Source: an optimization exercise on an open RTL-to-GDS flow (aim: small area, a short achievable clock period and few clock cycles). Production flows keep margins and buffers that such runs may drop. In this exercise RTL edits were held to simulation tests only and were not proved equivalent to the original. Power figures rest on the tool's default switching activity, not on a simulated workload.

## flow/design.v (module list and top-level ports; edited modules follow where they fit)
// module lay_dpu: 472 lines
// module lay_mul: 985 lines
// module lay_add57: 380 lines
// module lay_add25: 138 lines
// module lay_cmp24: 52 lines
module lay_dpu (
    input  wire        clk,
    input  wire        rst,           
    input  wire        cmd_valid,
    output wire        cmd_ready,
    input  wire [5:0]  cmd_op,
    input  wire [1:0]  cmd_acc,       
    input  wire [1:0]  cmd_lanes,     
    input  wire [1:0]  cmd_part,      
    input  wire [2:0]  cmd_t,         
    input  wire        cmd_sat,
    input  wire        cmd_rnd,       
    input  wire        cmd_int,       
    input  wire        cmd_trk,       
    input  wire [23:0] cmd_a,
    input  wire [23:0] cmd_b,
    input  wire [23:0] cmd_c,
    input  wire [23:0] cmd_d,
    input  wire [23:0] cmd_e,
    output reg         rsp_valid,
    output reg  [23:0] rsp_data,
    output reg         rsp_annul,
    output reg  [5:0]  rsp_flags,
    output reg  [4:0]  rsp_bx
);
  // ...
==> flow/flow/run.sh <==
#!/bin/bash
# Layout flow: the standard flow (standard.sh), with ORFS's timing
# repair asked to leave a setup margin (so that it sizes and buffers the
# paths that set the achieved period) and the ports buffered with buf_4.
export SETUP_SLACK_MARGIN=14.9
export BUFFER_PORTS_ARGS="-buffer_cell sky130_fd_sc_hd__buf_4"
bash standard.sh > standard.log 2>&1
==> flow/standard.sh <==
#!/bin/bash
# synth_recipe.tcl (not shown) runs the flow's synth.tcl, then flattens the netlist and writes it again
# the make line also repeats each setting of config.mk as NAME=value (left out here)
make -C /OpenROAD-flow-scripts/flow DESIGN_CONFIG=/design/flow/config.mk WORK_HOME=/design/flow/orfs CLKGATE_MAP_FILE= SYNTH_SCRIPT=/design/flow/synth_recipe.tcl "${@:-finish}"
==> flow/config.mk <==
export PLATFORM = sky130hd
export DESIGN_NAME = lay_dpu
export DESIGN_NICKNAME = lay_dpu
export VERILOG_FILES = /design/flow/design.v
export SDC_FILE = /design/flow/constraint.sdc
export NUM_CORES = 8
export LEC_CHECK = 0
export ABC_AREA = 1
export CAP_MARGIN = 20
export CORE_MARGIN = 2
export CORE_UTILIZATION = 35
export CTS_CLUSTER_DIAMETER = 120
export CTS_CLUSTER_SIZE = 22
export PLACE_DENSITY = 0.55
export SLEW_MARGIN = 20
==> flow/constraint.sdc <==
create_clock -name core_clock -period 20.0 [get_ports {clk}]
set_input_delay 4.0000 -clock core_clock [delete_from_list [all_inputs] [get_ports {clk}]]
set_output_delay 4.0000 -clock core_clock [all_outputs]
set_load 0.01 [all_outputs]
==> impl_metrics.yaml, run 1 <==
status:
  status: "timing/DRC/antenna clean"
sta:
  fin_crit_sh_pct: 26.20
  timing.final.ws_setup_ps: 14760
  hold_violations: 0
  tightest_slew_ps: 1146
  relSlewSlack_pct: 23.34
  post-route-min-period_ps: 5240
  fin_skew_ps: 83.62
synth:
  synth_mux_area_share_pct: 0.6388
  syn_inst: 8407
  syn_area_um2: 59540
  synth_seq_area_share_pct: 25.74
  synth_top_family_by_area: "compound AO/OA/AOI/OAI gates"
  ys_top_cells_by_count: "nand2_1 (1,983), inv_1 (974), o21ai_0 (648)"
pwr:
  power.internal_uw: 4357
  p_clk_uw: 922
  power.total_uw: 9706
  seq_power_uw: 1760
  max-vdd-ir-drop_mv: 0.1828
cells_and_area:
  nonClkBufAreaFrac_pct: 6.622
  dominant_cells: "multi-input gates"
  design_area_um2: 68080
  non_clock_inverter_count: 1045
  clock_area_share_pct: 1.777
setup_path:
  critPathTopFamily: "flip-flops"
  worstPathCellList: "buf_6"
  required_ps: 16000
  cp.buffers_inverters: 1
  timing.rr.start: "a0[19]$_DFFE_PP_"
route:
  wl_per_cell_um: 28.05
global_route:
  grt.busiest_layer: "met2"
  grt_use_total_pct: 32.97
  grt_max_degree: 169
  grt_pass1_wl_um: 420300
  use_met2_pct: 51.15
clock_network:
  cts_buffers: 39
die:
  num_tap_cells: 2218
Testbench counts, summed over its fixed seeds: cycles 11,472.
==> run 2: changes to the inputs <==
--- a/flow/config.mk
+++ b/flow/config.mk
@@ -8,3 +8,3 @@
 export ABC_AREA = 1
-export CAP_MARGIN = 20
+export CAP_MARGIN = 10
 export CORE_MARGIN = 2
@@ -14,2 +14,2 @@
 export PLACE_DENSITY = 0.55
-export SLEW_MARGIN = 20
+export SLEW_MARGIN = 10
==> run 2 against run 1 <==
Non-clock buffer count up 11. Total power grew 0.31%. Global-route usage is the same. Sequential share of layout area about the same. Largest power group unchanged. Critical path depth did not move. Fmax about the same. Synthesized area is the same.
==> impl_metrics.yaml, run 2 <==
status:
  status: "timing/DRC/antenna clean"
route:
  drc: 0
  route.final.wire_length_um: 300300
  via_count: 62820
  drtIter0Drc: 8128
  via_per_inst: 5.862
  firstDrtPassIters: 8
  final_antenna_net_count: 0
  wl_per_cell_um: 28.02
hold_path:
  worstHoldPathCells: 0
  worstHoldStart: "c_rdbx$_DFF_P_"
  worstHoldPathType: "flop to flop"
  hold-path-endpoint: "rdbx2$_DFF_P_"
synth:
  syn_area_um2: 59540
  synth_seq_area_share_pct: 25.74
  synth_top_family_by_area: "compound AO/OA/AOI/OAI gates"
  ys_ff_latch: 688
  synthArstFlopShare_pct: 0
  syn_inst: 8407
  synth_mux_area_share_pct: 0.6388
  synth.largest_area_cell: "dfxtp_1"
  synth-simple-area-share_pct: 20.21
  synth_area_leaders: "dfxtp_1 (18%), nand2_1 (13%), fa_1 (9.7%)"
  netlist.area_leader.share_pct: 17.92
  syn_avg_cell_area_um2: 7.082
  synthXorXnorAreaFrac_pct: 6.561
  synthesis.nets: 9115
  ys_top_cells_by_count: "nand2_1 (1,983), inv_1 (974), o21ai_0 (648)"
  synth_edf_count: 155
  synth_compound_area_share_pct: 21.17
  ys_warn_count: 1
  yosys_most_used_dff: "dfxtp_1"
  synth_adder_area_share_pct: 15.53
  synth_most_common_cell: "nand2_1"
  yosysUniqueCellTypes: 74
sta:
  relSlewSlack_pct: 7.901
  slew_violations: 0
  rsz0062_at_grt: "true"
  fmax_mhz: 190.8
  post-route-min-period_ps: 5240
  setup_tns_ps: 0
  fin_crit_sh_pct: 26.20
  tightest_slew_ps: 1375
  setup_viol: 0
  timing.hold.ws_ps: 334.6
  hold_violations: 0
  fin_skew_ps: 84.85
cells_and_area:
  layout_common_cells: "nand2_1 (1,924), inv_1 (925), o21ai_0 (613), a21oi_1 (533), buf_4 (472)"
  layout-drive-gt1-share_pct: 13.28
  layout_commonest_cell: "nand2_1"
  fin_nets: 9175
  area_growth_pct: 14.51
pwr:
  p_sw_share_pct: 55.13
  power.internal_uw: 4369
  clkPwrFrac_pct: 9.5
  pwr-share-seq_pct: 18.1
  p_per_area_nw_per_um2: 142.8
  power.leakage_uw: 0.02909
  switchingPower_uw: 5368
  max-vdd-ir-drop_mv: 0.1891
  p_comb_share_pct: 72.4
die:
  core_area_um2: 169100
  io_pins: 180
  rows: 151
  design.die.area_um2: 173400
  dieHeight_um: 416.4
  fp.dieW_um: 416.4
  start_util_pct: 35.21
setup_path:
  critPathSlowestCell: "edfxtp_1"
  worstPathCellList: "buf_6"
  timing.rr.start: "c_scla$_DFF_P_"
  cp.buffers_inverters: 1
  critPathTopFamily: "flip-flops"
  worstSetupPathType: "flop to output port"
  r2r_slack_ps: 14810
  max_stage_delay_ps: 400
  end_kind: "output port"
  critPathMaxFanout: 1
  worst-endpoint-arrival_ps: 1240
  required_ps: 16000
  crit_path_start_kind: "flop"
  r2r-end: "acc1[20]$_SDFFE_PP0P_"
  ff2ff_path_depth: 16
clock_network:
  cts_sinks: 688
  insertion_delay_ps: 710
  htree_num_levels: 2
  cts_root_buffer: "clkbuf_16"
  cts_buffers: 39
  cts_tree: "done"
  postCtsHoldBufs: 0
  path_clk_slew_ps: 90
  clockBufferDepth: 3
global_route:
  antenna_found_initial: 23
  grt_use_total_pct: 32.97
  grt_max_degree: 169
  overflow: 0
  grt_pass1_vias: 58960
  grt_pass1_wl_um: 420300
place:
  gp_congestion: 1.088
  hpwlAfterDp_um: 213200
  port_buffers: 179
flow_run:
  drv_cap: 0
-- run 2: cell counts after synthesis --
Identical to the previous run, type by type.
-- run 2: layout make-up --
| type | instances | area (µm²) |
|---|---|---|
| clock inverter | 10 | 153.9 |
| fill | 17770 | 100900 |
| clock buffer | 52 | 1056 |
| timing repair buffer | 544 | 4603 |
| timing repair inverter | 7 | 45.04 |
| inverter | 1038 | 4128 |
| antenna | 10 | 25.02 |
| tap | 2218 | 2775 |
| multi-input combinational | 6149 | 39930 |
| sequential | 688 | 15460 |
-- run 2: metrics by stage --
| step | util (%) | setup WS [ps] | cells | power (µW) | cell area [µm²] |
|---|---|---|---|---|---|
| global placement | 37.43 | 13470 | 10440 | 7929 | 63290 |
| floorplan | - | 14940 | 8407 | 5147 | 59540 |
| detailed placement | 37.43 | 13480 | 10440 | 7968 | 63290 |
| global route | 40.31 | 14710 | 10710 | 10200 | 68150 |
| CTS | 39.15 | 14720 | 10590 | 9168 | 66210 |
| finish | 40.32 | 14760 | 10720 | 9736 | 68180 |
-- run 2: routing by layer --
metal,vias up,track usage (%),share of wire (%)
met5,-,0,0.013
met4,6,20.29,7.5
met3,866,6.651,9.3
met2,3648,51.15,43
met1,30240,42.03,40
li1,28060,-,-
-- run 2: what timing repair did --
| item | CTS | global route |
|---|---|---|
| pin swaps | 34 | 62 |
| endpoints found under the setup margin | 414 | 404 |
| buffers inserted | 86 | 103 |
| gates cloned | 8 | 11 |
| gates resized for setup | 274 | 281 |
| hold endpoints to repair | 0 | 0 |
-- run 2: worst max-delay path by stage --
stage                                start               endpoint  slack, ps  cells after the start
floorplan                        cmd_op[3]       rdy_q$_SDFF_PP1_      14940                      8
CTS                 rsp_flags[2]$_DFFE_PP_           rsp_flags[2]      14720                      1
global route               zv2[23]$_DFF_P_       shamt[4]$_DFF_P_      14710                     39
detailed placement           c_acc$_DFF_P_  acc0[47]$_SDFFE_PP0P_      13480                     27
finish              rsp_flags[2]$_DFFE_PP_           rsp_flags[2]      14760                      1
global placement             c_acc$_DFF_P_  acc3[47]$_SDFFE_PP0P_      13470                     27
-- run 2: cell families after synthesis --
logic type,count (synthesis)
flip-flops,688
buffers and inverters,1575
XOR/XNOR,446
AND/OR/NAND/NOR,2952
multiplexers,38
adder cells (fa/ha/maj),566
AO/OA/AOI/OAI,2142
-- run 2: power by group through the flow --
stage | clock network [µW] | registers (µW) | logic (µW)
final | 923 | 1760 | 7050
after global routing | 985 | 1770 | 7440
after CTS | 943 | 1760 | 6470
after detailed placement | 0 | 1790 | 6180
after global placement | 0 | 1790 | 6140
after floorplan | 0 | 1720 | 3420
==> run 3: changes to the inputs <==
--- a/flow/config.mk
+++ b/flow/config.mk
@@ -10,6 +10,6 @@
 export CORE_MARGIN = 2
-export CORE_UTILIZATION = 35
+export CORE_UTILIZATION = 30
 export CTS_CLUSTER_DIAMETER = 120
 export CTS_CLUSTER_SIZE = 22
-export PLACE_DENSITY = 0.55
+export PLACE_DENSITY = 0.5
 export SLEW_MARGIN = 10
==> run 3 against run 2 <==
Still clean. Total power decreased by 1.2%. Routed wire length grew 5.2%. Global-route usage down 3.3 points. Fmax about the same. Clock power rose by 3.6%. Via count hardly changed. Flip-flop and latch count did not move. Sequential share of layout area is 0.19 points lower. Worst hold slack got worse by 3.8 ps. Critical path depth stayed put. Highest routed layer unchanged.
==> impl_metrics.yaml, run 3 <==
status:
  status: "timing/DRC/antenna clean"
place:
  place_area_um2: 63950
  hpwlAfterDp_um: 226200
  port_buffers: 179
  gp_congestion: 1.076
  post-place-cells: 10870
synth:
  synth_area_leaders: "dfxtp_1 (18%), nand2_1 (13%), fa_1 (9.7%)"
  yosysUniqueCellTypes: 74
  synth.largest_area_cell: "dfxtp_1"
  syn_area_um2: 59540
  synth_most_common_cell: "nand2_1"
  syn_inst: 8407
  synth_edf_count: 155
  synth_seq_area_share_pct: 25.74
  yosys_most_used_dff: "dfxtp_1"
  ys_ff_latch: 688
  syn_avg_cell_area_um2: 7.082
  netlist.area_leader.share_pct: 17.92
  ys_top_cells_by_count: "nand2_1 (1,983), inv_1 (974), o21ai_0 (648)"
  synthArstFlopShare_pct: 0
  synthesis.nets: 9115
  ys_warn_count: 1
cells_and_area:
  layoutNonFillerInstCount: 11140
  layout-drive-gt1-share_pct: 12.96
  design_area_um2: 68690
  area_growth_pct: 15.37
  fin_nets: 9185
  layout_common_cells: "nand2_1 (1,944), inv_1 (930), o21ai_0 (603), a21oi_1 (533), nor2_1 (472)"
  layout_commonest_cell: "nand2_1"
route:
  via_count: 62760
  via_per_inst: 5.632
  drtIter0Drc: 7746
  wl_per_cell_um: 28.36
  route.final.wire_length_um: 316000
  final_antenna_net_count: 0
  drc: 0
  firstDrtPassIters: 9
pwr:
  p_per_area_nw_per_um2: 140.1
  max-vdd-ir-drop_mv: 0.1856
  power.leakage_uw: 0.02914
global_route:
  grt_use_total_pct: 29.65
  overflow: 0
  grt_max_degree: 104
  antenna_found_initial: 19
  grt_pass1_vias: 59370
  grt_pass1_wl_um: 441000
setup_path:
  crit_path_start_kind: "flop"
  critPathTopFamily: "flip-flops"
  worstPathCellList: "buf_6"
  worstSetupPathType: "flop to output port"
  worst-endpoint-arrival_ps: 1250
  critPathMaxFanout: 1
  cp.buffers_inverters: 1
  cp.depth: 1
  r2r_slack_ps: 14870
  critPathSlowestCell: "edfxtp_1"
  ff2ff_path_depth: 12
  required_ps: 16000
  max_stage_delay_ps: 410
  end_kind: "output port"
die:
  design.die.area_um2: 202000
  start_util_pct: 30.19
  fp.dieW_um: 449.5
  core_area_um2: 197200
  io_pins: 180
  rows: 163
  dieHeight_um: 449.5
hold_path:
  worstHoldPathType: "flop to flop"
  worstHoldPathCells: 0
sta:
  fin_skew_ps: 67.40
  fmax_mhz: 190.6
  tightest_slew_ps: 1132
  setup_viol: 0
  fin_crit_sh_pct: 26.23
  slew_violations: 0
  hold_violations: 0
  setup_tns_ps: 0
  rsz0062_at_grt: "true"
  relSlewSlack_pct: 23.75
  timing.hold.ws_ps: 330.8
  post-route-min-period_ps: 5246
clock_network:
  cts_sinks: 688
  cts_buffers: 41
  cts_root_buffer: "clkbuf_16"
  insertion_delay_ps: 710
  path_clk_slew_ps: 80
  clockBufferDepth: 3
  htree_num_levels: 2
  cts_tree: "done"
flow_run:
  drv_cap: 0
[run 3: final cells by class]
cell class	count	area, µm²
Antenna cell	5	12.51
Clock inverter	11	187.7
Fill cell	21170	128500
Timing Repair Buffer	550	4678
Sequential cell	688	15450
Timing Repair inverter	6	41.29
Tap cell	2640	3303
Multi-Input combinational cell	6152	39820
Inverter	1038	4128
Clock buffer	53	1071
[run 3: metrics by stage]
stage / total power [µW] / util, % / setup WS [ps]
5_1_grt: 10150 / 34.82 / 14610
6_report: 9621 / 34.83 / 14750
3_3_place_gp: 7966 / 32.43 / 13160
4_1_cts: 9103 / 33.80 / 14720
2_1_floorplan: 5147 / - / 14940
3_5_place_dp: 7974 / 32.43 / 13200
[run 3: metal layers]
layer	global-route usage [%]	wire, µm	vias to the layer above
li1	-	-	28060
met3	4.849	27130	816
met2	46.94	140000	3459
met1	38.09	126700	30410
met4	17.11	22050	12
met5	0	126	-
[run 3: worst paths after layout]
kind	from	end
hold / removal	annul2$_DFF_P_	rsp_annul$_DFF_P_
setup reg to reg	a0[5]$_DFFE_PP_	ms1[18]$_DFF_P_
hold reg to reg	annul2$_DFF_P_	rsp_annul$_DFF_P_
setup / recovery	rsp_bx[3]$_DFFE_PP_	rsp_bx[3]
[run 3: timing repair]
| item | in CTS | in global routing |
|---|---|---|
| pin swaps | 8 | 68 |
| gates cloned | 8 | 13 |
| buffers inserted | 68 | 114 |
| setup endpoints to repair | 425 | 406 |
| hold endpoints to repair | 0 | 0 |
| gates resized for setup | 251 | 274 |
| hold buffers | 0 | 0 |
[run 3: power breakdown]
part / internal [µW] / switching (µW)
logic: 2240 / 4670
registers: 1650 / 104
clock network: 397 / 559
[run 3: cell families (layout without fill, tap and decap cells)]
group	after synthesis	count (layout)	synth area share [%]
buffers and inverters	1575	1658	10.15
and+or+nand+nor	2952	2956	20.21
muxes	38	38	0.6388
adders and majority gates	566	566	15.53
xor gates and xnor gates	446	446	6.561
other	0	5	0
DFF	688	688	25.74
AOI/OAI and AO/OA	2142	2146	21.17
==> run 4: changes to the inputs <==
--- a/flow/flow/run.sh
+++ b/flow/flow/run.sh
@@ -4,3 +4,3 @@
 # paths that set the achieved period) and the ports buffered with buf_4.
-export SETUP_SLACK_MARGIN=14.9
+export SETUP_SLACK_MARGIN=14.85
 export BUFFER_PORTS_ARGS="-buffer_cell sky130_fd_sc_hd__buf_4"
--- a/flow/config.mk
+++ b/flow/config.mk
@@ -8,3 +8,3 @@
 export ABC_AREA = 1
-export CAP_MARGIN = 10
+export CAP_MARGIN = 20
 export CORE_MARGIN = 2
@@ -14,2 +14,2 @@
 export PLACE_DENSITY = 0.5
-export SLEW_MARGIN = 10
+export SLEW_MARGIN = 20
==> run 4 against run 3 <==
Sequential power hardly changed. Sequential share of layout area hardly changed. Worst hold slack better by 1.1 ps. Cell count hardly changed. Final area is 0.16% lower. Synthesized cell count stayed put. Clock power is 2.7% lower. Count of clock-buffer cells in the layout is 2 lower. Total power is 0.53% higher. Flip-flop and latch count stayed put. Highest routed layer unchanged.
==> impl_metrics.yaml, run 4 <==
status:
  status: "timing/DRC/antenna clean"
die:
  core_area_um2: 197200
  design.die.area_um2: 202000
  fp.dieW_um: 449.5
  rows: 163
  start_util_pct: 30.19
  io_pins: 180
  dieHeight_um: 449.5
hold_path:
  worstHoldStart: "annul2$_DFF_P_"
  worstHoldPathCells: 0
  hold-path-endpoint: "rsp_annul$_DFF_P_"
  worstHoldPathType: "flop to flop"
setup_path:
  timing.rr.start: "b0[17]$_DFFE_PP_"
  cp.buffers_inverters: 1
  end_kind: "output port"
  critPathMaxFanout: 1
  max_stage_delay_ps: 410
  r2r-end: "r1[11]$_DFF_P_"
  r2r_slack_ps: 14830
  critPathSlowestCell: "edfxtp_1"
  worstSetupPathType: "flop to output port"
  ff2ff_path_depth: 14
  crit_path_start_kind: "flop"
  required_ps: 16000
  worst-endpoint-arrival_ps: 1210
  critPathTopFamily: "flip-flops"
  worstPathCellList: "buf_6"
cells_and_area:
  layout-drive-gt1-share_pct: 12.63
  layout_commonest_cell: "nand2_1"
  fin_nets: 9168
  area_growth_pct: 15.19
  final_core_util_pct: 34.78
  design_area_um2: 68580
  layout_common_cells: "nand2_1 (1,935), inv_1 (933), o21ai_0 (621), a21oi_1 (533), dfxtp_1 (470)"
route:
  via_per_inst: 5.610
  drc: 0
  wl_per_cell_um: 27.37
  final_antenna_net_count: 0
  via_count: 62460
  firstDrtPassIters: 10
  drtIter0Drc: 7751
  route.final.wire_length_um: 304700
global_route:
  grt_max_degree: 100
  use_met2_pct: 44.41
  grt.busiest_layer: "met2"
  grt_util_met1_pct: 36.69
  grt_pass1_wl_um: 428600
  overflow: 0
  antenna_found_initial: 33
  grt_use_total_pct: 28.70
  grt_pass1_vias: 58900
  grt_util_met3_pct: 6.548
synth:
  yosysUniqueCellTypes: 74
  syn_avg_cell_area_um2: 7.082
  synth_most_common_cell: "nand2_1"
  synthesis.nets: 9115
  synthArstFlopShare_pct: 0
  ys_top_cells_by_count: "nand2_1 (1,983), inv_1 (974), o21ai_0 (648)"
  synth_area_leaders: "dfxtp_1 (18%), nand2_1 (13%), fa_1 (9.7%)"
  netlist.area_leader.share_pct: 17.92
  ys_warn_count: 1
  ys_ff_latch: 688
  synth_edf_count: 155
  syn_inst: 8407
  syn_area_um2: 59540
  synth.largest_area_cell: "dfxtp_1"
  yosys_most_used_dff: "dfxtp_1"
  synth_seq_area_share_pct: 25.74
clock_network:
  htree_num_levels: 2
  cts_sinks: 688
  cts_root_buffer: "clkbuf_16"
  clockBufferDepth: 3
  path_clk_slew_ps: 90
  insertion_delay_ps: 670
  cts_buffers: 41
  cts_tree: "done"
pwr:
  power.leakage_uw: 0.02909
  p_per_area_nw_per_um2: 141.0
  max-vdd-ir-drop_mv: 0.1838
sta:
  slew_violations: 0
  relSlewSlack_pct: 16.77
  rsz0062_at_grt: "true"
  setup_tns_ps: 0
  fin_crit_sh_pct: 26.05
  fin_skew_ps: 30.29
  setup_viol: 0
  fmax_mhz: 191.9
  tightest_slew_ps: 1235
  post-route-min-period_ps: 5210
  hold_violations: 0
place:
  hpwlAfterDp_um: 217200
  port_buffers: 179
  place_area_um2: 63930
  gp_congestion: 1.156
flow_run:
  drv_cap: 0
run 4: area by class of cell:
cell class | instances | area (µm²)
diodes | 16 | 40.04
clock buffers | 51 | 1064
clock inverters | 10 | 135.1
fillers | 21340 | 128600
inverters | 1038 | 4104
multi-input cells | 6154 | 39960
flip-flops and latches | 688 | 15440
well taps | 2640 | 3303
repair buffers | 533 | 4508
repair inverters | 4 | 28.78
run 4: through the flow:
| stage | hold slack [ps] | total power [µW] | instances | worst slack (ps) |
|---|---|---|---|---|
| 5_1_grt | 345.6 | 10200 | 11120 | 14710 |
| 4_1_cts | 335.2 | 9129 | 10980 | 14730 |
| 6_report | 331.9 | 9672 | 11130 | 14790 |
| 2_1_floorplan | 309.6 | 5147 | 8407 | 14890 |
| 3_5_place_dp | 313.6 | 7979 | 10870 | 13680 |
| 3_3_place_gp | 314.1 | 7949 | 10870 | 13670 |
run 4: report_power, final:
part / internal, µW / total (µW) / switching, µW
sequential: 1640 / 1750 / 101
clock: 391 / 930 / 539
combinational: 2280 / 7000 / 4720
run 4: cell families after synthesis:
kind of cell | synth area share (%)
AOI/OAI and AO/OA | 21.17
xor gates and xnor gates | 6.561
adders and majority gates | 15.53
buffers and inverters | 10.15
DFF | 25.74
muxes | 0.6388
and+or+nand+nor | 20.21
run 4: per-layer routing:
layer	share of wire, %	routed length (µm)
met3	9.8	29960
met1	40	121600
met4	6.6	20160
met5	0.031	95
met2	44	132900
run 4: timing repair:
action                                  4_1_cts  5_1_grt
gates cloned                                  8       11
endpoints found under the setup margin      398      387
resized for setup                           188      296
hold buffers                                  0        0
hold endpoints to repair                      0        0
buffers inserted                             39      131
pin swaps                                    18       61
run 4: how the worst max path moves through the flow:
stage	from	endpoint	slack [ps]	cells past startpoint
after floorplan	cmd_op[3]	rdy_q$_SDFF_PP1_	14890	8
after global placement	c_tlu$_DFF_P_	acc1[5]$_SDFFE_PP0P_	13670	27
after detailed placement	c_tlu$_DFF_P_	acc1[32]$_SDFFE_PP0P_	13680	26
after CTS	rsp_flags[2]$_DFFE_PP_	rsp_flags[2]	14730	1
after global routing	zv2[23]$_DFF_P_	shamt[4]$_DFF_P_	14710	37
final	rsp_flags[2]$_DFFE_PP_	rsp_flags[2]	14790	1
==> run 5: changes to the inputs <==
--- a/flow/flow/run.sh
+++ b/flow/flow/run.sh
@@ -4,3 +4,3 @@
 # paths that set the achieved period) and the ports buffered with buf_4.
-export SETUP_SLACK_MARGIN=14.85
+export SETUP_SLACK_MARGIN=14.95
 export BUFFER_PORTS_ARGS="-buffer_cell sky130_fd_sc_hd__buf_4"
==> run 5 against run 4 <==
Total power is 0.41% lower. Still clean. Fmax down 0.62%. Highest routed layer unchanged. Register-to-register slack improved by 100 ps.
==> impl_metrics.yaml, run 5 <==
sta:
  fin_crit_sh_pct: 26.21
  setup_tns_ps: 0
  fmax_mhz: 190.8
  setup_viol: 0
  rsz0062_at_grt: "true"
  hold_violations: 0
  tightest_slew_ps: 1322
  slew_violations: 0
  relSlewSlack_pct: 10.92
  fin_skew_ps: 78.12
  post-route-min-period_ps: 5242
synth:
  synthesis.nets: 9115
  ys_warn_count: 1
  synth_edf_count: 155
  syn_avg_cell_area_um2: 7.082
  synth_most_common_cell: "nand2_1"
  synth_seq_area_share_pct: 25.74
  synthArstFlopShare_pct: 0
  synth_area_leaders: "dfxtp_1 (18%), nand2_1 (13%), fa_1 (9.7%)"
  syn_area_um2: 59540
  yosys_most_used_dff: "dfxtp_1"
  synth.largest_area_cell: "dfxtp_1"
  syn_inst: 8407
  netlist.area_leader.share_pct: 17.92
  ys_ff_latch: 688
  yosysUniqueCellTypes: 74
  ys_top_cells_by_count: "nand2_1 (1,983), inv_1 (974), o21ai_0 (648)"
cells_and_area:
  layout_common_cells: "nand2_1 (1,940), inv_1 (925), o21ai_0 (615), a21oi_1 (536), nor2_1 (466)"
  final_core_util_pct: 34.72
  fill_cells: 21180
  design_area_um2: 68470
  layout-drive-gt1-share_pct: 12.73
  layout_commonest_cell: "nand2_1"
  fin_nets: 9171
  area_growth_pct: 14.99
place:
  place_area_um2: 63940
  gp_congestion: 1.110
  hpwlAfterDp_um: 219500
  port_buffers: 179
setup_path:
  required_ps: 16000
  ff2ff_path_depth: 12
  crit_path_start_kind: "flop"
  end_kind: "output port"
  worstPathCellList: "buf_6"
  cp.depth: 1
  r2r_slack_ps: 14930
  critPathCapture: "rsp_flags[2]"
  startpoint: "rsp_flags[2]$_DFFE_PP_"
  worstSetupPathType: "flop to output port"
  max_stage_delay_ps: 410
  worst-endpoint-arrival_ps: 1240
  critPathTopFamily: "flip-flops"
  cp.buffers_inverters: 1
  critPathSlowestCell: "edfxtp_1"
  timing.rr.start: "b0[17]$_DFFE_PP_"
  critPathMaxFanout: 1
  r2r-end: "r1[12]$_DFF_P_"
status:
  status: "timing/DRC/antenna clean"
pwr:
  power.leakage_uw: 0.02903
  p_per_area_nw_per_um2: 140.7
  power.total_uw: 9632
  max-vdd-ir-drop_mv: 0.1752
route:
  drc: 0
  via_count: 62570
  final_antenna_net_count: 0
  route.final.wire_length_um: 308400
  wl_met1_um: 122200
  via_per_inst: 5.620
  top_layer: "met5"
  wl_met3_um: 28190
  firstDrtPassIters: 6
  dr_wl_met2_um: 136200
  wl_per_cell_um: 27.70
  drtIter0Drc: 6773
global_route:
  grt_pass1_vias: 59280
  grt_max_degree: 100
  overflow: 0
  grt_use_total_pct: 28.92
  grt_pass1_wl_um: 430600
  antenna_found_initial: 30
clock_network:
  htree_num_levels: 2
  path_clk_slew_ps: 90
  cts_sinks: 688
  cts_tree: "done"
  clockBufferDepth: 3
  cts_root_buffer: "clkbuf_16"
  insertion_delay_ps: 710
  cts_buffers: 40
die:
  start_util_pct: 30.19
  io_pins: 180
  rows: 163
  core_area_um2: 197200
  fp.dieW_um: 449.5
  dieHeight_um: 449.5
  design.die.area_um2: 202000
hold_path:
  worstHoldPathType: "flop to flop"
flow_run:
  drv_cap: 0
-- run 5: cell counts after synthesis --
No cell type changed its count.
-- run 5: cells by family (layout without fill, tap and decap cells) --
group                    Yosys count  count (layout)  share of synthesized area (%)
AO/OA/AOI/OAI                   2142            2147                          21.17
multiplexers                      38              38                         0.6388
other                              0              11                              0
buffers and inverters           1575            1640                          10.15
flip-flops                       688             688                          25.74
adder cells (fa/ha/maj)          566             566                          15.53
AND/OR/NAND/NOR                 2952            2956                          20.21
XOR/XNOR                         446             446                          6.561
-- run 5: power by group --
part	switching [µW]	leakage [µW]	total, µW	internal [µW]
Clock	555	0.000578	941	386
Sequential	107	0.00602	1750	1640
Combinational	4670	0.0224	6940	2270
Total	5330	0.0290	9630	4300
-- run 5: worst reg2reg max path, stage by stage, from the launching register on --
cell and delay [ps]:
edfxtp_1 530, clkinv_1 440, ha_1 510, o21bai_1 100
a221oi_1 350, o21ai_0 180, a221oi_1 380, nand3_1 610
inv_1 780, a22oi_1 190, nand3_1 130, a211oi_1 70
a21oi_1 540
-- run 5: timing repair --
action                     4_1_cts  5_1_grt
cloned                          12        9
pin swaps                       12       36
resized for setup              225      275
setup endpoints to repair      432      396
setup buffers                   63      108
hold buffers                     0        0
-- run 5: how the worst min path moves through the flow --
stage / start / endpoint / cells after the start
final: annul2$_DFF_P_ / rsp_annul$_DFF_P_ / 0
after global routing: annul2$_DFF_P_ / rsp_annul$_DFF_P_ / 0
after CTS: annul2$_DFF_P_ / rsp_annul$_DFF_P_ / 0
after detailed placement: annul2$_DFF_P_ / rsp_annul$_DFF_P_ / 0
after global placement: annul2$_DFF_P_ / rsp_annul$_DFF_P_ / 0
after floorplan: c_rdbx$_DFF_P_ / rdbx2$_DFF_P_ / 0
-- run 5: cell type report --
type / count / area [µm²] / share of cell area [%]
clock buffer: 51 / 1042 / 1.522
sequential: 688 / 15470 / 22.59
inverter: 1038 / 4143 / 6.051
antenna: 11 / 27.53 / 0.04020
clock inverter: 9 / 165.2 / 0.2412
timing repair buffer: 536 / 4527 / 6.612
multi-input combinational: 6153 / 39750 / 58.06
tap: 2640 / 3303 / 4.824
timing repair inverter: 6 / 41.29 / 0.06031
-- run 5: stage by stage --
stage	instances	hold slack (ps)	setup slack, ps
floorplan	8407	309.6	14990
global placement	10870	316.1	13630
detailed placement	10870	314.4	13580
CTS	11000	332.7	14710
global route	11120	346.3	14630
finish	11130	333.5	14760
-- run 5: per-layer routing --
| layer | vias to the layer above | global-route usage (%) |
|---|---|---|
| met5 | - | 0.3078 |
| met4 | 18 | 16.63 |
| met3 | 829 | 5.828 |
| met2 | 3398 | 45.79 |
| met1 | 30280 | 36.47 |
| li1 | 28050 | - |
==> run 6: changes to the inputs <==
--- a/flow/config.mk
+++ b/flow/config.mk
@@ -13,3 +13,3 @@
 export CTS_CLUSTER_SIZE = 22
-export PLACE_DENSITY = 0.5
+export PLACE_DENSITY = 0.45
 export SLEW_MARGIN = 20
==> run 6 against run 5 <==
Total power increased by 5.7%. Largest cell class unchanged. Synthesized cell count unchanged. Final area rose by 1.9%. Fmax is 0.41% lower. Routed wire length up 6.9%. Clock power increased by 8%. Via count increased by 0.83%. Critical path depth unchanged. Count of clock-buffer cells in the layout grew 1. Utilization increased by 0.64 points.
==> impl_metrics.yaml, run 6 <==
status:
  status: "timing/DRC/antenna clean"
sta:
  fin_skew_ps: 89.03
  setup_viol: 0
  timing.final.ws_setup_ps: 14740
  post-route-min-period_ps: 5264
  hold_violations: 0
  tightest_slew_ps: 1191
  fmax_mhz: 190.0
  relSlewSlack_pct: 20.06
  fin_crit_sh_pct: 26.32
  slew_violations: 0
  rsz0062_at_grt: "true"
  setup_tns_ps: 0
synth:
  synth_mux_area_share_pct: 0.6388
  syn_inst: 8407
  syn_area_um2: 59540
  synth_adder_area_share_pct: 15.53
  yosys_most_used_dff: "dfxtp_1"
  synth_edf_count: 155
  synthXorXnorAreaFrac_pct: 6.561
  synth_area_leaders: "dfxtp_1 (18%), nand2_1 (13%), fa_1 (9.7%)"
  synth.largest_area_cell: "dfxtp_1"
  ys_top_cells_by_count: "nand2_1 (1,983), inv_1 (974), o21ai_0 (648)"
  ys_warn_count: 1
  synthArstFlopShare_pct: 0
  yosysUniqueCellTypes: 74
  synthesis.nets: 9115
  synth_most_common_cell: "nand2_1"
  synth_top_family_by_area: "compound AO/OA/AOI/OAI gates"
  synth_compound_area_share_pct: 21.17
  ys_ff_latch: 688
  netlist.area_leader.share_pct: 17.92
  synth_seq_area_share_pct: 25.74
  syn_avg_cell_area_um2: 7.082
  synth-simple-area-share_pct: 20.21
route:
  wl_met1_um: 134100
  top_layer: "met5"
  via_count: 63080
  final_antenna_net_count: 0
  wl_per_cell_um: 29.50
  firstDrtPassIters: 13
  dr_wl_met2_um: 143500
  drc: 0
  via_per_inst: 5.643
  drtIter0Drc: 7860
  route.final.wire_length_um: 329700
  wl_met3_um: 27460
clock_network:
  cts_tree: "done"
  clockBufferDepth: 3
  cts_buffers: 43
  htree_num_levels: 2
  path_clk_slew_ps: 100
  cts_sinks: 688
  insertion_delay_ps: 710
  cts_root_buffer: "clkbuf_16"
global_route:
  grt_use_total_pct: 30.82
  grt_max_degree: 215
  overflow: 0
  grt_pass1_wl_um: 453200
  grt_pass1_vias: 59400
  antenna_found_initial: 24
pwr:
  max-vdd-ir-drop_mv: 0.1654
  power.leakage_uw: 0.02945
  p_per_area_nw_per_um2: 146.0
cells_and_area:
  fin_nets: 9216
  layout-drive-gt1-share_pct: 14.31
  final_core_util_pct: 35.36
  area_growth_pct: 17.12
  layout_commonest_cell: "nand2_1"
  layout_common_cells: "nand2_1 (1,908), inv_1 (925), o21ai_0 (607), a21oi_1 (513), buf_4 (475)"
die:
  dieHeight_um: 449.5
  core_area_um2: 197200
  design.die.area_um2: 202000
  io_pins: 180
  rows: 163
  start_util_pct: 30.19
  fp.dieW_um: 449.5
setup_path:
  critPathSlowestCell: "edfxtp_1"
  worstSetupPathType: "flop to output port"
  end_kind: "output port"
  crit_path_start_kind: "flop"
  max_stage_delay_ps: 420
  required_ps: 16000
  worst-endpoint-arrival_ps: 1260
  cp.buffers_inverters: 1
  critPathTopFamily: "flip-flops"
  worstPathCellList: "buf_6"
  critPathMaxFanout: 1
place:
  place_ws_ps: 13610
  port_buffers: 179
  gp_congestion: 1.066
  hpwlAfterDp_um: 228800
flow_run:
  drv_cap: 0
hold_path:
  worstHoldPathType: "flop to flop"
run 6: cell counts after synthesis:
Identical to the previous run, type by type.
run 6: area by class of cell:
cell class	instances	area, µm²
fill	21240	127500
multi-input combinational	6166	40410
sequential	688	15440
timing repair buffer	569	5037
inverter	1038	4134
tap	2640	3303
clock buffer	52	1131
clock inverter	15	237.7
antenna	8	20.02
timing repair inverter	2	18.77
run 6: layer usage:
layer	up-vias	GRT usage, %
met4	10	18.71
met5	-	0
met2	3266	47.91
li1	28160	-
met3	807	5.559
met1	30840	39.63
run 6: worst paths after layout:
check,depth (start not counted),startpoint,slack (ps),to
hold reg to reg,0,annul2$_DFF_P_,330,rsp_annul$_DFF_P_
setup / recovery,1,rsp_flags[4]$_DFFE_PP_,14740,rsp_flags[4]
setup reg to reg,16,a0[19]$_DFFE_PP_,14840,r1[18]$_DFF_P_
hold / removal,0,annul2$_DFF_P_,330,rsp_annul$_DFF_P_
run 6: per-stage QoR:
step	power (µW)	cell area, µm²	hold slack, ps	std cells
2_1_floorplan	5147	59550	309.6	8407
3_3_place_gp	8360	63880	311.5	10860
3_5_place_dp	8358	63890	313.2	10860
4_1_cts	9592	67200	332.1	11030
5_1_grt	10680	69720	338.1	11170
6_report	10180	69730	331.4	11180
run 6: timing repair:
item,CTS,global route
hold buffers,0,0
buffers inserted,81,125
gates resized for setup,320,314
gates cloned,20,15
setup endpoints to repair,426,402
pin swaps,54,85
run 6: report_power, final:
part	total [µW]	switching (µW)	leakage [µW]	internal, µW
logic	7400	5010	0.0228	2390
clock network	1020	589	0.000668	432
registers	1760	114	0.00601	1650
run 6: kinds of logic after synthesis:
family / after synthesis
and+or+nand+nor: 2952
AOI/OAI and AO/OA: 2142
buffers and inverters: 1575
DFF: 688
adders and majority gates: 566
xor gates and xnor gates: 446
muxes: 38
==> run 7: changes to the inputs <==
--- a/flow/config.mk
+++ b/flow/config.mk
@@ -10,6 +10,6 @@
 export CORE_MARGIN = 2
-export CORE_UTILIZATION = 30
+export CORE_UTILIZATION = 28
 export CTS_CLUSTER_DIAMETER = 120
 export CTS_CLUSTER_SIZE = 22
-export PLACE_DENSITY = 0.45
+export PLACE_DENSITY = 0.5
 export SLEW_MARGIN = 20
==> run 7 against run 6 <==
Flip-flop and latch count stayed put. Critical path depth unchanged. Routed wire length shrank 5.4%. Final area is 0.34% lower. Sequential power is essentially flat. First-iteration DRC count down 1.5%. Largest power group unchanged.
==> impl_metrics.yaml, run 7 <==
sta:
  fin_crit_sh_pct: 26.14
  rsz0062_at_grt: "true"
  timing.hold.ws_ps: 335.2
  fmax_mhz: 191.3
  slew_violations: 0
  post-route-min-period_ps: 5229
  tightest_slew_ps: 1366
  hold_violations: 0
  setup_viol: 0
  setup_tns_ps: 0
  timing.final.ws_setup_ps: 14770
  relSlewSlack_pct: 8.509
  fin_skew_ps: 42.75
synth:
  syn_area_um2: 59540
  synth_top_family_by_area: "compound AO/OA/AOI/OAI gates"
  synth_seq_area_share_pct: 25.74
  synth.largest_area_cell: "dfxtp_1"
  synth_mux_area_share_pct: 0.6388
  synthArstFlopShare_pct: 0
  yosys_most_used_dff: "dfxtp_1"
  syn_avg_cell_area_um2: 7.082
  syn_inst: 8407
  ys_ff_latch: 688
  synth_most_common_cell: "nand2_1"
  synth_compound_area_share_pct: 21.17
  synth-simple-area-share_pct: 20.21
  synth_area_leaders: "dfxtp_1 (18%), nand2_1 (13%), fa_1 (9.7%)"
  synth_adder_area_share_pct: 15.53
  synthesis.nets: 9115
  netlist.area_leader.share_pct: 17.92
  ys_warn_count: 1
  ys_top_cells_by_count: "nand2_1 (1,983), inv_1 (974), o21ai_0 (648)"
  yosysUniqueCellTypes: 74
  synthXorXnorAreaFrac_pct: 6.561
  synth_edf_count: 155
clock_network:
  cts_root_buffer: "clkbuf_16"
  path_clk_slew_ps: 90
  cts_buffers: 42
  cts_tree: "done"
  cts_sinks: 688
  insertion_delay_ps: 690
  htree_num_levels: 2
  clockBufferDepth: 3
  postCtsHoldBufs: 0
route:
  route.final.wire_length_um: 312000
  via_per_inst: 5.587
  drtIter0Drc: 7743
  via_count: 63440
  final_antenna_net_count: 0
  wl_per_cell_um: 27.48
  firstDrtPassIters: 12
  drc: 0
die:
  io_pins: 180
  core_area_um2: 211700
  fp.dieW_um: 465.1
  start_util_pct: 28.13
  dieHeight_um: 465.1
  rows: 169
  design.die.area_um2: 216300
global_route:
  grt_pass1_wl_um: 436100
  use_met2_pct: 42.34
  antenna_found_initial: 23
  grt_max_degree: 83
  overflow: 0
  grt_util_met3_pct: 7.088
  grt.busiest_layer: "met2"
  grt_use_total_pct: 27.45
  grt_util_met1_pct: 34.40
  grt_pass1_vias: 59990
cells_and_area:
  fill_cells: 22820
  area_growth_pct: 16.73
  fin_nets: 9208
  layout-drive-gt1-share_pct: 13.81
  layout_commonest_cell: "nand2_1"
  layout_common_cells: "nand2_1 (1,923), inv_1 (923), o21ai_0 (598), a21oi_1 (527), buf_4 (489)"
pwr:
  pwr-share-seq_pct: 17.9
  power.leakage_uw: 0.02929
  p_per_area_nw_per_um2: 140.8
  p_comb_share_pct: 72.1
  switchingPower_uw: 5403
  p_sw_share_pct: 55.21
  power.internal_uw: 4382
  clkPwrFrac_pct: 10.0
  max-vdd-ir-drop_mv: 0.1484
status:
  status: "timing/DRC/antenna clean"
hold_path:
  worstHoldStart: "annul2$_DFF_P_"
  worstHoldPathCells: 0
  worstHoldPathType: "flop to flop"
setup_path:
  worstPathCellList: "buf_6"
  timing.rr.start: "acc_t[20]$_DFF_P_"
  required_ps: 16000
  worstSetupPathType: "flop to output port"
  end_kind: "output port"
  max_stage_delay_ps: 400
  worst-endpoint-arrival_ps: 1230
  crit_path_start_kind: "flop"
  critPathSlowestCell: "edfxtp_1"
  ff2ff_path_depth: 24
  startpoint: "rsp_bx[3]$_DFFE_PP_"
  cp.depth: 1
  critPathTopFamily: "flip-flops"
  r2r_slack_ps: 14940
  cp.buffers_inverters: 1
  critPathMaxFanout: 1
place:
  place_ws_ps: 13400
  gp_congestion: 1.137
  hpwlAfterDp_um: 218300
  port_buffers: 179
flow_run:
  drv_cap: 0
run 7: cell families (layout without fill, tap and decap cells):
logic type	count (synthesis)	after routing
AND/OR/NAND/NOR	2952	2960
multiplexers	38	38
adder cells (fa/ha/maj)	566	566
other	0	10
flip-flops	688	688
buffers and inverters	1575	1677
AO/OA/AOI/OAI	2142	2149
XOR/XNOR	446	446
run 7: repair_timing:
action,4_1_cts,5_1_grt
buffers inserted,97,106
pin swaps,58,67
gates resized for setup,322,258
cloned,16,10
endpoints found under the setup margin,424,409
run 7: power groups by stage:
stage / sequential [µW] / combinational, µW / clock (µW)
global placement: 1780 / 6100 / 0
global route: 1760 / 7500 / 1050
CTS: 1750 / 6470 / 1010
detailed placement: 1780 / 6160 / 0
finish: 1750 / 7060 / 981
floorplan: 1720 / 3420 / 0
run 7: cell type report:
type                       instances  area, µm²  share of cell area [%]
multi-input combinational       6159      40230                   57.88
sequential                       688      15470                   22.25
timing repair buffer             567       4766                   6.857
inverter                        1038       4134                   5.948
tap                             2821       3530                   5.079
clock buffer                      51       1085                   1.561
clock inverter                    17      242.7                  0.3493
timing repair inverter             4      25.02                 0.03601
antenna                           10      25.02                 0.03601
run 7: through the flow:
stage	cells	utilization, %	total power, µW	instance area [µm²]
2_1_floorplan	8407	-	5147	59550
3_3_place_gp	11050	30.35	7887	64230
3_5_place_dp	11050	30.36	7946	64250
4_1_cts	11230	31.93	9235	67580
5_1_grt	11350	32.83	10320	69480
6_report	11360	32.83	9785	69500
run 7: metal layers:
layer	vias up	share of wire, %
met5	-	0.081
met4	16	7.4
met3	1008	10
met2	3828	43
met1	30470	39
li1	28120	-
run 7: final timing paths:
kind                      endpoint
max                      rsp_bx[3]
min              rsp_annul$_DFF_P_
max reg2reg  acc1[52]$_SDFFE_PP0P_
min reg2reg      rsp_annul$_DFF_P_
==> run 8: changes to the inputs <==
--- a/flow/flow/run.sh
+++ b/flow/flow/run.sh
@@ -4,3 +4,3 @@
 # paths that set the achieved period) and the ports buffered with buf_4.
-export SETUP_SLACK_MARGIN=14.95
+export SETUP_SLACK_MARGIN=14.8
 export BUFFER_PORTS_ARGS="-buffer_cell sky130_fd_sc_hd__buf_4"
--- a/flow/config.mk
+++ b/flow/config.mk
@@ -10,5 +10,5 @@
 export CORE_MARGIN = 2
-export CORE_UTILIZATION = 28
-export CTS_CLUSTER_DIAMETER = 120
-export CTS_CLUSTER_SIZE = 22
+export CORE_UTILIZATION = 30
+export CTS_CLUSTER_DIAMETER = 110
+export CTS_CLUSTER_SIZE = 24
 export PLACE_DENSITY = 0.5
==> run 8 against run 7 <==
Still clean. Worst hold slack worse by 0.83 ps. Highest routed layer unchanged. Die area is 6.6% lower. Final area shrank 1.9%. Sequential power about the same.
==> impl_metrics.yaml, run 8 <==
status:
  status: "timing/DRC/antenna clean"
sta:
  fmax_mhz: 190.7
  setup_tns_ps: 0
  hold_violations: 0
  post-route-min-period_ps: 5244
  fin_crit_sh_pct: 26.22
  fin_skew_ps: 63.03
  tightest_slew_ps: 1284
  setup_viol: 0
  slew_violations: 0
  rsz0062_at_grt: "true"
  relSlewSlack_pct: 13.50
cells_and_area:
  layoutNonFillerInstCount: 11100
  area_growth_pct: 14.50
  final_core_util_pct: 34.57
  layout-drive-gt1-share_pct: 11.73
  layout_commonest_cell: "nand2_1"
  fin_nets: 9136
  layout_common_cells: "nand2_1 (1,937), inv_1 (942), o21ai_0 (622), a21oi_1 (537), dfxtp_1 (494)"
die:
  start_util_pct: 30.19
  io_pins: 180
  fp.dieW_um: 449.5
  rows: 163
  core_area_um2: 197200
  dieHeight_um: 449.5
  design.die.area_um2: 202000
route:
  firstDrtPassIters: 7
  via_count: 62360
  route.final.wire_length_um: 303900
  wl_per_cell_um: 27.37
  drc: 0
  final_antenna_net_count: 0
  drtIter0Drc: 7633
  via_per_inst: 5.616
synth:
  synth_edf_count: 155
  synth.largest_area_cell: "dfxtp_1"
  ys_top_cells_by_count: "nand2_1 (1,983), inv_1 (974), o21ai_0 (648)"
  netlist.area_leader.share_pct: 17.92
  ys_warn_count: 1
  yosys_most_used_dff: "dfxtp_1"
  yosysUniqueCellTypes: 74
  synth_most_common_cell: "nand2_1"
  syn_avg_cell_area_um2: 7.082
  syn_inst: 8407
  synthArstFlopShare_pct: 0
  ys_ff_latch: 688
  synth_area_leaders: "dfxtp_1 (18%), nand2_1 (13%), fa_1 (9.7%)"
  synthesis.nets: 9115
  synth_seq_area_share_pct: 25.74
  syn_area_um2: 59540
place:
  gp_congestion: 1.156
  port_buffers: 179
  post-place-cells: 10870
  hpwlAfterDp_um: 217200
flow_run:
  drv_cap: 0
pwr:
  max-vdd-ir-drop_mv: 0.1859
  p_per_area_nw_per_um2: 141.9
  power.total_uw: 9673
  power.leakage_uw: 0.02895
global_route:
  overflow: 0
  grt_pass1_vias: 59140
  grt_pass1_wl_um: 428700
  grt_max_degree: 100
  antenna_found_initial: 29
  grt_use_total_pct: 28.70
setup_path:
  worst-endpoint-arrival_ps: 5770
  required_ps: 20520
  worstSetupPathType: "flop to flop"
  critPathMaxFanout: 19
  crit_path_start_kind: "flop"
  end_kind: "flop"
  r2r_slack_ps: 14760
clock_network:
  cts_tree: "done"
  cts_sinks: 688
  insertion_delay_ps: 690
  clockBufferDepth: 3
  cts_buffers: 41
  cts_root_buffer: "clkbuf_16"
  path_clk_slew_ps: 100
  htree_num_levels: 2
hold_path:
  worstHoldPathType: "flop to flop"
[run 8: kinds of logic (layout without fill, tap and decap cells)]
| logic type | after synthesis | after routing | share of synthesized area, % |
|---|---|---|---|
| xor gates and xnor gates | 446 | 446 | 6.561 |
| and+or+nand+nor | 2952 | 2959 | 20.21 |
| AOI/OAI and AO/OA | 2142 | 2145 | 21.17 |
| adders and majority gates | 566 | 566 | 15.53 |
| buffers and inverters | 1575 | 1608 | 10.15 |
| DFF | 688 | 688 | 25.74 |
| other | 0 | 14 | 0 |
| muxes | 38 | 38 | 0.6388 |
[run 8: worst paths after layout]
path / from / to / cells after the start
max: b0[17]$_DFFE_PP_ / r1[11]$_DFF_P_ / 14
min: c_rdbx$_DFF_P_ / rdbx2$_DFF_P_ / 0
max reg2reg: b0[17]$_DFFE_PP_ / r1[11]$_DFF_P_ / 14
min reg2reg: c_rdbx$_DFF_P_ / rdbx2$_DFF_P_ / 0
[run 8: per-layer routing]
metal | vias to the layer above | track usage, % | wire [µm] | part of all wire (%)
met5 | - | 0.5919 | 204 | 0.067
met4 | 14 | 16.33 | 20910 | 6.9
met3 | 874 | 6.754 | 29440 | 9.7
met2 | 3472 | 44.43 | 132200 | 43
met1 | 30030 | 36.45 | 121200 | 40
li1 | 27970 | - | - | -
[run 8: power by group]
group          switching, µW  internal (µW)  total, µW
sequential              99.8           1640       1740
clock                    563            415        977
combinational           4700           2250       6950
total                   5360           4310       9670
[run 8: what timing repair did]
item,4_1_cts,5_1_grt
hold buffers,0,0
buffers inserted,46,94
gates resized for setup,154,254
setup endpoints to repair,386,381
gates cloned,8,8
pin swaps,15,53
[run 8: layout make-up]
cell class,instances,area [µm²]
fill,21350,129000
antenna,14,35.03
clock buffer,50,1060
timing repair buffer,501,4134
multi-input combinational,6154,39880
timing repair inverter,4,28.78
inverter,1038,4071
sequential,688,15400
tap,2640,3303
clock inverter,15,264.0
[run 8: stage by stage]
stage / setup WS, ps / hold WS [ps] / cell area (µm²)
floorplan: 14890 / 309.6 / 59540
detailed placement: 13680 / 313.6 / 63930
global placement: 13670 / 314.1 / 63930
CTS: 14710 / 337.1 / 66330
finish: 14760 / 334.4 / 68170
global route: 14720 / 349.9 / 68140
[run 8: worst max-delay path: stages (launching register included)]
cell and delay [ps]:
edfxtp_1 550, clkinv_1 470, ha_1 520, o21bai_1 90, a221oi_1 300, o21ai_0 180
a221oi_1 380, nand2_2 250, nor2_1 700, clkinv_2 600, o22ai_1 270, a2111oi_0 100
o211ai_1 150, nor2_1 150, a21oi_1 340
==> run 9: changes to the inputs <==
--- a/flow/flow/run.sh
+++ b/flow/flow/run.sh
@@ -4,3 +4,3 @@
 # paths that set the achieved period) and the ports buffered with buf_4.
-export SETUP_SLACK_MARGIN=14.8
+export SETUP_SLACK_MARGIN=14.9
 export BUFFER_PORTS_ARGS="-buffer_cell sky130_fd_sc_hd__buf_4"
--- a/flow/config.mk
+++ b/flow/config.mk
@@ -11,4 +11,4 @@
 export CORE_UTILIZATION = 30
-export CTS_CLUSTER_DIAMETER = 110
-export CTS_CLUSTER_SIZE = 24
+export CTS_CLUSTER_DIAMETER = 100
+export CTS_CLUSTER_SIZE = 20
 export PLACE_DENSITY = 0.5
==> run 9 against run 8 <==
Still clean. Routed wire length grew 4.1%. Flip-flop and latch count is the same. Sequential share of layout area shrank 0.18 points. Largest cell class unchanged. Highest routed layer unchanged.
==> impl_metrics.yaml, run 9 <==
status:
  status: "timing/DRC/antenna clean"
setup_path:
  cp.depth: 1
  critPathMaxFanout: 1
  ff2ff_path_depth: 12
  worst-endpoint-arrival_ps: 1240
  end_kind: "output port"
  worstSetupPathType: "flop to output port"
  max_stage_delay_ps: 410
  critPathTopFamily: "flip-flops"
  critPathSlowestCell: "edfxtp_1"
  required_ps: 16000
  worstPathCellList: "buf_6"
  crit_path_start_kind: "flop"
  cp.buffers_inverters: 1
sta:
  setup_viol: 0
  slew_violations: 0
  setup_tns_ps: 0
  hold_violations: 0
  timing.hold.ws_ps: 323.0
  rsz0062_at_grt: "true"
  post-route-min-period_ps: 5236
  tightest_slew_ps: 1251
  fin_skew_ps: 61.16
  fin_crit_sh_pct: 26.18
  fmax_mhz: 191.0
  timing.final.ws_setup_ps: 14760
  relSlewSlack_pct: 15.75
clock_network:
  cts_sinks: 688
  cts_buffers: 44
  cts_root_buffer: "clkbuf_16"
  path_clk_slew_ps: 90
  cts_tree: "done"
  postCtsHoldBufs: 0
  htree_num_levels: 2
  clockBufferDepth: 3
  insertion_delay_ps: 700
cells_and_area:
  layout_commonest_cell: "nand2_1"
  layout-drive-gt1-share_pct: 13.10
  fin_nets: 9184
  layout_common_cells: "nand2_1 (1,936), inv_1 (930), o21ai_0 (602), a21oi_1 (532), nor2_1 (472)"
  final_core_util_pct: 34.97
  area_growth_pct: 15.84
die:
  start_util_pct: 30.19
  rows: 163
  io_pins: 180
  core_area_um2: 197200
  dieHeight_um: 449.5
  fp.dieW_um: 449.5
  design.die.area_um2: 202000
route:
  wl_per_cell_um: 28.38
  drc: 0
  via_per_inst: 5.622
  firstDrtPassIters: 9
  final_antenna_net_count: 0
  route.final.wire_length_um: 316300
  drtIter0Drc: 7698
  via_count: 62660
pwr:
  max-vdd-ir-drop_mv: 0.1400
  power.leakage_uw: 0.02924
  power.total_uw: 9655
  p_per_area_nw_per_um2: 140.0
flow_run:
  drv_cap: 0
synth:
  synth_most_common_cell: "nand2_1"
  syn_area_um2: 59540
  synth.largest_area_cell: "dfxtp_1"
  yosys_most_used_dff: "dfxtp_1"
  ys_top_cells_by_count: "nand2_1 (1,983), inv_1 (974), o21ai_0 (648)"
  syn_avg_cell_area_um2: 7.082
  synth_seq_area_share_pct: 25.74
  ys_ff_latch: 688
  yosysUniqueCellTypes: 74
  synth_area_leaders: "dfxtp_1 (18%), nand2_1 (13%), fa_1 (9.7%)"
  synthArstFlopShare_pct: 0
  ys_warn_count: 1
  netlist.area_leader.share_pct: 17.92
  synth_edf_count: 155
  synthesis.nets: 9115
  syn_inst: 8407
place:
  hpwlAfterDp_um: 226300
  port_buffers: 179
  place_ws_ps: 13190
  gp_congestion: 1.076
global_route:
  grt_pass1_vias: 59400
  antenna_found_initial: 18
  grt_max_degree: 104
  grt_pass1_wl_um: 439700
  overflow: 0
  grt_use_total_pct: 29.58
hold_path:
  worstHoldPathCells: 0
  worstHoldPathType: "flop to flop"
## run 9: path summary, 6_finish.rpt
kind	startpoint	endpoint	slack [ps]
min	annul2$_DFF_P_	rsp_annul$_DFF_P_	320
max reg2reg	a0[5]$_DFFE_PP_	ms1[18]$_DFF_P_	14860
max	rsp_bx[1]$_DFFE_PP_	rsp_bx[1]	14760
min reg2reg	annul2$_DFF_P_	rsp_annul$_DFF_P_	320
## run 9: final cells by class
type / instances / area (µm²)
sequential: 688 / 15460
timing repair buffer: 547 / 4772
timing repair inverter: 5 / 33.78
fill: 21080 / 128200
clock inverter: 13 / 191.4
antenna: 6 / 15.01
tap: 2640 / 3303
multi-input combinational: 6152 / 39920
clock buffer: 56 / 1146
inverter: 1038 / 4135
## run 9: cells by family (layout without fill, tap and decap cells)
group | after synthesis | after routing | synth area share, %
xor+xnor | 446 | 446 | 6.561
mux | 38 | 38 | 0.6388
simple gates | 2952 | 2956 | 20.21
buf+inv | 1575 | 1659 | 10.15
other cells | 0 | 6 | 0
fa+ha+maj | 566 | 566 | 15.53
compound gates | 2142 | 2146 | 21.17
flops | 688 | 688 | 25.74
## run 9: metal layers
metal | GRT usage [%] | vias to the layer above | wire, µm
li1 | - | 28060 | -
met1 | 38.03 | 30380 | 127400
met2 | 46.86 | 3427 | 139800
met3 | 5.109 | 782 | 27180
met4 | 16.42 | 10 | 21840
met5 | 0.1420 | - | 80
## run 9: metrics by stage
| stage | area [µm²] | cells |
|---|---|---|
| after floorplan | 59540 | 8407 |
| after global placement | 63950 | 10870 |
| after detailed placement | 63970 | 10870 |
| after CTS | 66670 | 11010 |
| after global routing | 68960 | 11140 |
| final | 68970 | 11150 |
## run 9: power breakdown
group          leakage [µW]  internal [µW]  switching [µW]  total [µW]
clock              0.000640            421             563         985
combinational        0.0226           2260            4660        6920
sequential          0.00602           1650             104        1750
total                0.0292           4330            5320        9650
## run 9: timing repair
action | 4_1_cts | 5_1_grt
resized for setup | 244 | 297
pin swaps | 9 | 62
endpoints found under the setup margin | 417 | 404
cloned | 6 | 17
buffers inserted | 62 | 112
==> run 10: changes to the inputs <==
--- a/flow/flow/run.sh
+++ b/flow/flow/run.sh
@@ -4,3 +4,3 @@
 # paths that set the achieved period) and the ports buffered with buf_4.
-export SETUP_SLACK_MARGIN=14.9
+export SETUP_SLACK_MARGIN=14.95
 export BUFFER_PORTS_ARGS="-buffer_cell sky130_fd_sc_hd__buf_4"
==> run 10 against run 9 <==
Still clean. Synthesized cell count unchanged. Critical path depth unchanged. Final area down 0.38%. Clock power up 9.6%. Cell count about the same. Global-route usage down 0.59 points. Worst setup slack worse by 26 ps. Die area unchanged. Sequential power about the same. Fmax down 0.50%. Critical path type unchanged. Largest power group unchanged.
==> impl_metrics.yaml, run 10 <==
synth:
  synth_compound_area_share_pct: 21.17
  synth-simple-area-share_pct: 20.21
  ys_top_cells_by_count: "nand2_1 (1,983), inv_1 (974), o21ai_0 (648)"
  yosys_most_used_dff: "dfxtp_1"
  synth_mux_area_share_pct: 0.6388
  synth.largest_area_cell: "dfxtp_1"
  netlist.area_leader.share_pct: 17.92
  synthesis.nets: 9115
  synth_edf_count: 155
  synthArstFlopShare_pct: 0
  synth_seq_area_share_pct: 25.74
  syn_area_um2: 59540
  ys_warn_count: 1
  yosysUniqueCellTypes: 74
  syn_inst: 8407
  ys_ff_latch: 688
  synth_top_family_by_area: "compound AO/OA/AOI/OAI gates"
  synthXorXnorAreaFrac_pct: 6.561
  synth_most_common_cell: "nand2_1"
  synth_area_leaders: "dfxtp_1 (18%), nand2_1 (13%), fa_1 (9.7%)"
  syn_avg_cell_area_um2: 7.082
  synth_adder_area_share_pct: 15.53
clock_network:
  cts_root_buffer: "clkbuf_16"
  insertion_delay_ps: 720
  cts_tree: "done"
  cts_buffers: 47
  postCtsHoldBufs: 0
  clockBufferDepth: 3
  htree_num_levels: 2
  cts_sinks: 688
  path_clk_slew_ps: 90
route:
  wl_per_cell_um: 27.80
  drc: 0
  route.final.wire_length_um: 309600
  via_count: 62440
  via_per_inst: 5.608
  final_antenna_net_count: 0
  drtIter0Drc: 7228
  firstDrtPassIters: 6
cells_and_area:
  area_growth_pct: 15.41
  layout_commonest_cell: "nand2_1"
  layout_common_cells: "nand2_1 (1,947), inv_1 (927), o21ai_0 (614), a21oi_1 (534), nor2_1 (469)"
  design_area_um2: 68710
  fin_nets: 9170
  final_core_util_pct: 34.84
  layout-drive-gt1-share_pct: 12.73
  fill_cells: 21170
setup_path:
  critPathTopFamily: "flip-flops"
  worst-endpoint-arrival_ps: 1260
  max_stage_delay_ps: 400
  r2r_slack_ps: 14980
  end_kind: "output port"
  crit_path_start_kind: "flop"
  required_ps: 16000
  worstPathCellList: "buf_6"
  worstSetupPathType: "flop to output port"
  cp.buffers_inverters: 1
  critPathMaxFanout: 1
  critPathSlowestCell: "edfxtp_1"
status:
  status: "timing/DRC/antenna clean"
pwr:
  p_per_area_nw_per_um2: 142.4
  max-vdd-ir-drop_mv: 0.1786
  power.leakage_uw: 0.02917
die:
  design.die.area_um2: 202000
  start_util_pct: 30.19
  dieHeight_um: 449.5
  io_pins: 180
  fp.dieW_um: 449.5
  rows: 163
  core_area_um2: 197200
sta:
  setup_viol: 0
  post-route-min-period_ps: 5262
  fmax_mhz: 190.0
  rsz0062_at_grt: "true"
  relSlewSlack_pct: 21.94
  setup_tns_ps: 0
  slew_violations: 0
  tightest_slew_ps: 1171
  hold_violations: 0
  fin_skew_ps: 58.72
  fin_crit_sh_pct: 26.31
  timing.final.ws_setup_ps: 14740
global_route:
  antenna_found_initial: 23
  grt_use_total_pct: 28.99
  grt_pass1_wl_um: 431600
  overflow: 0
  grt_max_degree: 100
  grt_pass1_vias: 59340
place:
  hpwlAfterDp_um: 219500
  place_area_um2: 63940
  place_ws_ps: 13580
  gp_congestion: 1.110
  port_buffers: 179
flow_run:
  drv_cap: 0
hold_path:
  worstHoldPathType: "flop to flop"
run 10: final timing paths:
path | endpoint | from | cells after the start
min | rsp_annul$_DFF_P_ | annul2$_DFF_P_ | 0
max | rsp_flags[5] | rsp_flags[5]$_DFFE_PP_ | 1
max reg2reg | r1[12]$_DFF_P_ | b0[17]$_DFFE_PP_ | 13
min reg2reg | rsp_annul$_DFF_P_ | annul2$_DFF_P_ | 0
run 10: what timing repair did:
action / in CTS / in global routing
buffers inserted: 63 / 98
gates cloned: 12 / 11
resized for setup: 222 / 266
pin swaps: 10 / 41
setup endpoints to repair: 430 / 421
run 10: through the flow:
stage	hold WS, ps	std cells	total power (µW)
floorplan	309.6	8407	5147
global placement	316.1	10870	7987
detailed placement	314.4	10870	8021
CTS	332.0	11020	9302
global route	345.3	11130	10300
finish	332.6	11140	9782
run 10: final cells by class:
type                            instances  area, µm²  share of cell area (%)
Antenna cell                            6      15.01                 0.02185
Clock buffer                           58       1249                   1.817
Clock inverter                         18      281.5                  0.4097
Inverter                             1038       4126                   6.005
Multi-Input combinational cell       6154      39750                   57.85
Sequential cell                       688      15460                   22.50
Tap cell                             2640       3303                   4.807
Timing Repair Buffer                  528       4496                   6.542
Timing Repair inverter                  5      32.53                 0.04734
run 10: logic make-up (layout without fill, tap and decap cells):
logic type | after synthesis | after routing
AOI/OAI and AO/OA | 2142 | 2148
xor gates and xnor gates | 446 | 446
adders and majority gates | 566 | 566
buffers and inverters | 1575 | 1647
DFF | 688 | 688
muxes | 38 | 38
other | 0 | 6
and+or+nand+nor | 2952 | 2956
run 10: metal layers:
layer  part of all wire (%)  vias to the layer above  GRT usage, %
met3                    9.1                      817         5.965
met1                     40                    30280         36.57
li1                       -                    28050             -
met5                  0.029                        -             0
met2                     44                     3283         45.90
met4                    7.0                       12         16.46
run 10: power breakdown:
part | internal, µW | total (µW) | switching [µW] | leakage [µW]
combinational | 2290 | 6950 | 4660 | 0.0224
clock | 489 | 1080 | 593 | 0.000743
sequential | 1640 | 1750 | 107 | 0.00602

==> afterwards: timing with drivers on the ports <==
Ports are ideal in the flow. The routed layouts listed here were re-timed in OpenROAD.
Step 1 (the two cells are an assumption about what drives the block):
set clk [get_ports {clk}]
set_driving_cell -lib_cell sky130_fd_sc_hd__clkbuf_16 $clk
set_driving_cell -lib_cell sky130_fd_sc_hd__buf_2 [delete_from_list [all_inputs] $clk]
Step 2 also shifts input and output timing later by t, the mid clock arrival at the registers, as if the neighbouring blocks saw the same clock.
Slacks: no drivers / after step 1 / after step 2; pairs: no drivers / after step 1.
run	shift t [ns]	setup slack, ns	hold WS [ns]	worst setup path after step 2	worst register clock-pin slew, ns
run 1	0.754	14.761 / 14.671 / 14.550	0.335 / 0.335 / 0.335	input to register	0.11 / 0.11
run 2	0.756	14.760 / 14.670 / 14.540	0.335 / 0.335 / 0.335	input to register	0.11 / 0.11
run 3	0.756	14.754 / 14.678 / 14.570	0.331 / 0.331 / 0.331	input to register	0.11 / 0.11
run 4	0.739	14.790 / 14.708 / 14.432	0.332 / 0.332 / 0.332	input to register	0.11 / 0.11
run 5	0.758	14.758 / 14.674 / 14.622	0.334 / 0.334 / 0.334	input to register	0.11 / 0.11
run 6	0.756	14.736 / 14.645 / 14.628	0.331 / 0.331 / 0.331	input to register	0.11 / 0.11
run 7	0.758	14.771 / 14.683 / 14.625	0.335 / 0.335 / 0.335	input to register	0.11 / 0.11
run 8	0.744	14.756 / 14.683 / 14.427	0.334 / 0.334 / 0.334	input to register	0.12 / 0.12
run 9	0.752	14.764 / 14.684 / 14.526	0.323 / 0.323 / 0.323	input to register	0.10 / 0.10
run 10	0.778	14.738 / 14.653 / 14.633	0.333 / 0.333 / 0.333	input to register	0.10 / 0.10
After both steps setup and hold are still met in every run listed. For run 4, which loses most, drivers alone change the setup slack by -0.082 ns; drivers and shift together by -0.358 ns.
